What follows belongs to an exercise in optimizing a design on an open flow for small area, a short achievable clock period and few clock cycles per item; a production flow would make more cautious choices. Only simulation tests tie the RTL to the original design; equivalence was not proved.

==> flow/design.v <==
module elrek_tx (
    input  wire         clk,
    input  wire         rst,
    input  wire [30:0]  seed,         
    input  wire         st_valid,
    output wire         st_ready,
    input  wire [3:0]   st_type,
    input  wire [3:0]   st_seq,
    input  wire [511:0] st_payload,
    output reg          tx_valid,
    output reg  [31:0]  tx_data       
);
    localparam [3:0] T_ALIGN = 4'h4;
    reg  [30:0]  scr;
    reg  [527:0] sbuf;       
    reg  [9:0]   sleft;      
    reg  [31:0]  acc;        
    reg  [5:0]   nacc;       
    reg          run_bit;
    reg  [3:0]   run_len;
    assign st_ready = (sleft == 10'd0);
    reg  [511:0] scr_pay;
    reg  [30:0]  scr_next;
    reg  [7:0]   chk;
    reg  [30:0]  s;
    reg          o;
    reg          fb;
    integer      i;
    always @(*) begin
        s = scr;
        for (i = 511; i >= 0; i = i - 1) begin
            o = s[30] ^ s[27];
            s = {s[29:0], o};
            scr_pay[i] = st_payload[i] ^ o;
        end
        if (st_type == T_ALIGN) begin
            scr_pay  = st_payload;
            scr_next = scr;
        end else begin
            scr_next = s;
        end
        chk = 8'hFF;
        for (i = 7; i >= 0; i = i - 1) begin
            fb  = chk[7] ^ (i >= 4 ? st_type[i - 4] : st_seq[i]);
            chk = {chk[6:0], 1'b0} ^ (fb ? 8'h2F : 8'h00);
        end
        for (i = 511; i >= 0; i = i - 1) begin
            fb  = chk[7] ^ scr_pay[i];
            chk = {chk[6:0], 1'b0} ^ (fb ? 8'h2F : 8'h00);
        end
    end
    wire [527:0] line = {st_type, st_seq, chk, scr_pay};
    reg  [31:0]  a;
    reg  [5:0]   n;
    reg          rb;
    reg  [3:0]   rl;
    reg  [5:0]   k;         
    reg          b;
    integer      j;
    always @(*) begin
        a  = acc;
        n  = nacc;
        rb = run_bit;
        rl = run_len;
        k  = 6'd0;
        b  = 1'b0;
        for (j = 0; j < 32; j = j + 1) begin
            if (n < 6'd32) begin
                if (rl == 4'd11) begin
                    b  = ~rb;
                    rb = b;
                    rl = 4'd1;
                    a[31 - n] = b;
                    n  = n + 6'd1;
                end else if ({4'd0, k} < sleft) begin
                    b  = sbuf[527 - k];
                    if (b == rb)
                        rl = rl + 4'd1;
                    else
                        rl = 4'd1;
                    rb = b;
                    a[31 - n] = b;
                    n  = n + 6'd1;
                    k  = k + 6'd1;
                end
            end
        end
    end
    always @(posedge clk) begin
        if (rst) begin
            scr      <= seed;
            sleft    <= 10'd0;
            nacc     <= 6'd0;
            run_bit  <= 1'b0;
            run_len  <= 4'd0;
            tx_valid <= 1'b0;
        end else begin
            run_bit <= rb;
            run_len <= rl;
            if (n == 6'd32) begin
                tx_valid <= 1'b1;
                tx_data  <= a;
                nacc     <= 6'd0;
            end else begin
                tx_valid <= 1'b0;
                acc      <= a;
                nacc     <= n;
            end
            if (st_valid && st_ready) begin
                sbuf  <= line;
                sleft <= 10'd528;
                scr   <= scr_next;
            end else begin
                sbuf  <= sbuf << k;
                sleft <= sleft - {4'd0, k};
            end
        end
    end
endmodule
==> flow/run.sh <==
#!/bin/bash
# synth_recipe.tcl (not shown) runs the flow's synth.tcl, then flattens the netlist and writes it again
# the make line also repeats each setting of config.mk as NAME=value (left out here)
make -C /OpenROAD-flow-scripts/flow DESIGN_CONFIG=/design/flow/config.mk WORK_HOME=/design/flow/orfs CLKGATE_MAP_FILE= SYNTH_SCRIPT=/design/flow/synth_recipe.tcl finish
==> flow/config.mk <==
export PLATFORM = sky130hd
export DESIGN_NAME = elrek_tx
export DESIGN_NICKNAME = elrek_tx
export VERILOG_FILES = /design/flow/design.v
export SDC_FILE = /design/flow/constraint.sdc
export NUM_CORES = 8
export LEC_CHECK = 0
export CAP_MARGIN = 20
export CORE_MARGIN = 2
export CORE_UTILIZATION = 40
export SLEW_MARGIN = 20
==> flow/constraint.sdc <==
create_clock -name core_clock -period 80.0 [get_ports {clk}]
set_input_delay 16.0000 -clock core_clock [delete_from_list [all_inputs] [get_ports {clk}]]
set_output_delay 16.0000 -clock core_clock [all_outputs]
set_load 0.01 [all_outputs]
==> summary.log <==
INFO  routing        avgRoutedWirePerCell=38.3um
INFO  placement      place.port_buffers=587
INFO  logic_synthesis yosys_warnings=1
INFO  layout         layout.cells.most_common=xnor2_1
INFO  logic_synthesis post_synth_main_area_contributors=xnor2_1 (12%), edfxtp_1 (11%), mux2i_1 (8.9%)
INFO  placement      dpl_worst_slack=0.913ns
INFO  placement      dpl_cell_area=0.185sqmm
INFO  floorplanning  die_height=662um
INFO  critical_path  critPathMostFrequentCell=ha_1
INFO  routing        detailroute.via_count=202,000
INFO  layout         postLayoutCellArea=0.190sqmm
INFO  cts            clock_tree_from_tritoncts=yes
INFO  floorplanning  fp.dieArea=0.438sqmm
INFO  critical_path  crit_type=register to register
INFO  global_route   initial_antenna_violation_count=102
INFO  layout         post_route_cells_drive_above_1_share=0.112
INFO  placement      hpwlAfterDp=836,000um
INFO  floorplanning  ios=588
INFO  floorplanning  floorplan.initialDensity=0.402
INFO  global_route   grt_overall_usage=0.475
INFO  layout         nNetsFinal=23,700
INFO  cts            cts-hold-fix-buffers=0
INFO  critical_path  cp_data_arrival_time=76.55ns
INFO  routing        m1WireLength=387,000um
INFO  timing         rsz0062_at_grt=false
INFO  logic_synthesis synth_sequential_area_ratio=0.111
INFO  timing         fmax=13.2MHz
INFO  layout         multi_input_comb_area=0.144sqmm
INFO  global_route   grt_first_pass_wirelength=1,480,000um
INFO  routing        detail_route.vias_per_cell=7.06
INFO  cts            cts.sink_count=645
INFO  timing         max_slew_margin=0.0873
INFO  timing         period_share=0.949
INFO  logic_synthesis netlist-cell-type-count=202
INFO  floorplanning  placement_rows=241
INFO  routing        drc=0
INFO  logic_synthesis yosysTopAreaCell=xnor2_1
INFO  logic_synthesis syn_inst=22,700
INFO  logic_synthesis synthesis.area=0.173sqmm
INFO  critical_path  critical_path.startpoint_type=register
INFO  layout         most-common-layout-cells=xnor2_1 (2,211), nor3_1 (1,951), nor2_1 (1,933)
INFO  cts            clock_tree_root=clkbuf_16
INFO  placement      place.gp.congestion=1.13
INFO  global_route   grt_max_degree=212
INFO  cts            numCtsBuffers=92
INFO  layout         num-fill-cells=44,300
INFO  routing        drtAntennaViolNets=0
INFO  critical_path  crit_fanout=85
INFO  cts            clock_path_buffers=4
INFO  critical_path  critical_path_required=80.61ns
INFO  routing        drt_pass1_iterations=14
INFO  critical_path  path_delay_family=compound AO/OA/AOI/OAI gates
INFO  cts            cts.htree.levels=3
INFO  timing         final_setup_vio_count=0
INFO  routing        drtIter0Drc=33,400
INFO  logic_synthesis synth_enable_flop_cells=623
INFO  cts            clk_transition_reported_paths=0.06ns
INFO  logic_synthesis async_reset_ff_frac=0
INFO  routing        uppermost_metal_layer_occupied_by_signal_nets=met5
INFO  timing         timing_worst_slew_pin_value=1.37ns
INFO  global_route   globalRoute.totalOverflow=0
INFO  layout         sequential_cell_area=0.0191sqmm
INFO  floorplanning  die_x=662um
INFO  timing         fin_setup_tns=0ns
INFO  hold_path      min_path_type=register to register
INFO  critical_path  worst-path-buf-inv=36
INFO  timing         finalHoldViolations=0
INFO  critical_path  timing.critical_path.slowest_cell_delay=0.95ns
INFO  timing         finalClockSkew=0.0865ns
INFO  cts            insertion_delay=0.91ns
INFO  timing         maxSlewViolCount=0
INFO  critical_path  worstSetupEndpointType=register
INFO  timing         timing.final.crit_period=75.94ns
INFO  run            cap_violations=0
INFO  logic_synthesis ys_seq_elements=645
INFO  logic_synthesis synthesis.area_per_instance=7.62squm
INFO  timing         setup_ws=4.06ns
INFO  layout         flow.area_growth_from_synthesis=9.54%
INFO  routing        routed-wl-met2=451,000um
INFO  routing        dr_wl_met3=133,000um
INFO  routing        wirelength=1,090,000um
INFO  global_route   grt_pass1_vias=183,000
INFO  logic_synthesis top_ff_cell_synth=edfxtp_1
INFO  critical_path  standard_cell_with_the_maximum_stage_delay_on_the_critical_path=nor4_2
INFO  floorplanning  floorplan.core_area=0.431sqmm
INFO  status         run_status=timing/DRC/antenna clean
INFO  logic_synthesis synthDominantCellAreaShare=0.115
area by class of cell:
| cell class | instances | share of cell area |
|---|---|---|
| Multi-Input combinational cell | 19900 | 0.762 |
| Sequential cell | 645 | 0.101 |
| Inverter | 529 | 0.0109 |
| Antenna cell | 146 | 0.00193 |
| Clock buffer | 109 | 0.0126 |
| Tap cell | 5710 | 0.0377 |
| Clock inverter | 54 | 0.00379 |
| Timing Repair Buffer | 1524 | 0.0702 |
| Timing Repair inverter | 2 | 0.0000528 |
sequential cells by signal, indices dropped and copies added (netlist names):
register  count
tx_valid      1
sbuf        528
run_bit       1
tx_data      32
acc          32
nacc          6
scr          31
run_len       4
sleft        10
routing by layer:
metal | vias up | track usage
met5 | - | 0.00222
met4 | 36 | 0.418
met3 | 4754 | 0.170
li1 | 85200 | -
met1 | 96400 | 0.544
met2 | 15500 | 0.694
kinds of logic after synthesis:
kind of cell,Yosys count,synth area share
compound gates,5949,0.227
xor+xnor,3396,0.199
fa+ha+maj,466,0.0337
buf+inv,2200,0.0654
flops,645,0.111
mux,1940,0.132
other cells,2,0.0000434
simple gates,8110,0.231
worst min-delay path: cells and delay by family (launching register included):
| family | cells | cell delay, ns |
|---|---|---|
| AO/OA/AOI/OAI | 1 | 0.06 |
| XOR/XNOR | 1 | 0.18 |
| flip-flops | 1 | 0.35 |
through the flow:
step,hold WS [ns],utilization,cells
after CTS,0.639,0.436,28400
after floorplan,0.583,-,22700
after detailed placement,0.618,0.429,28300
after global routing,0.661,0.439,28500
final,0.636,0.440,28600
after global placement,0.612,0.429,28200
Yosys cell counts, types with 147 or more instances:
| library cell | instances |
|---|---|
| a211oi_1 | 339 |
| a21boi_0 | 269 |
| a21boi_1 | 160 |
| a21oi_1 | 1537 |
| a22oi_1 | 199 |
| and2_1 | 147 |
| and3_1 | 522 |
| buf_2 | 370 |
| clkbuf_1 | 769 |
| edfxtp_1 | 623 |
| ha_1 | 465 |
| inv_1 | 412 |
| mux2i_1 | 1530 |
| mux4_2 | 215 |
| nand2_1 | 1607 |
| nand3_1 | 422 |
| nand4_1 | 184 |
| nor2_1 | 1946 |
| nor3_1 | 1955 |
| nor4_1 | 537 |
| o211ai_1 | 181 |
| o21ai_0 | 897 |
| o21ai_1 | 153 |
| o22ai_1 | 815 |
| xnor2_1 | 2275 |
| xnor2_2 | 160 |
| xor2_1 | 709 |
timing repair:
| action | in CTS | in global routing |
|---|---|---|
| setup buffers | 0 | 16 |
| setup endpoints to repair | 0 | 680 |
| endpoints found under the hold margin | 0 | 0 |
| gates resized for setup | 0 | 136 |
worst paths after layout:
kind	from	to	slack [ns]	depth (start not counted)
worst max-delay path	sleft[6]	sbuf[428]	4.06	289
worst min-delay path	sleft[9]	sleft[9]	0.64	2
worst max register to register	sleft[6]	sbuf[428]	4.06	289
worst min register to register	sleft[9]	sleft[9]	0.64	2
Testbench counts, summed over its fixed seeds: cycles 59,109, items 3,200.

## separate check: timing with driven ports
Ports are ideal in the flow. The routed layout listed here was re-timed in OpenROAD. Step 1: set_driving_cell puts a clkbuf_16 on clk and a buf_2 on each other input, an assumption about the parent block. Step 2 moves the port delays by t, midway between the first and last clock arrival at a register: inputs arrive t later, outputs are due t later. That takes back most of the time a late clock gives input paths. Three values: ideal ports, drivers, drivers and shift; two values: the first two.
t, ns: 0.982
setup WS [ns]: 4.061 / 4.061 / 4.061
worst setup path at the end: register to register
After both steps setup and hold are still met in this run. The setup slack of this run moves by 0.000 ns with the drivers and by 0.000 ns with both steps.
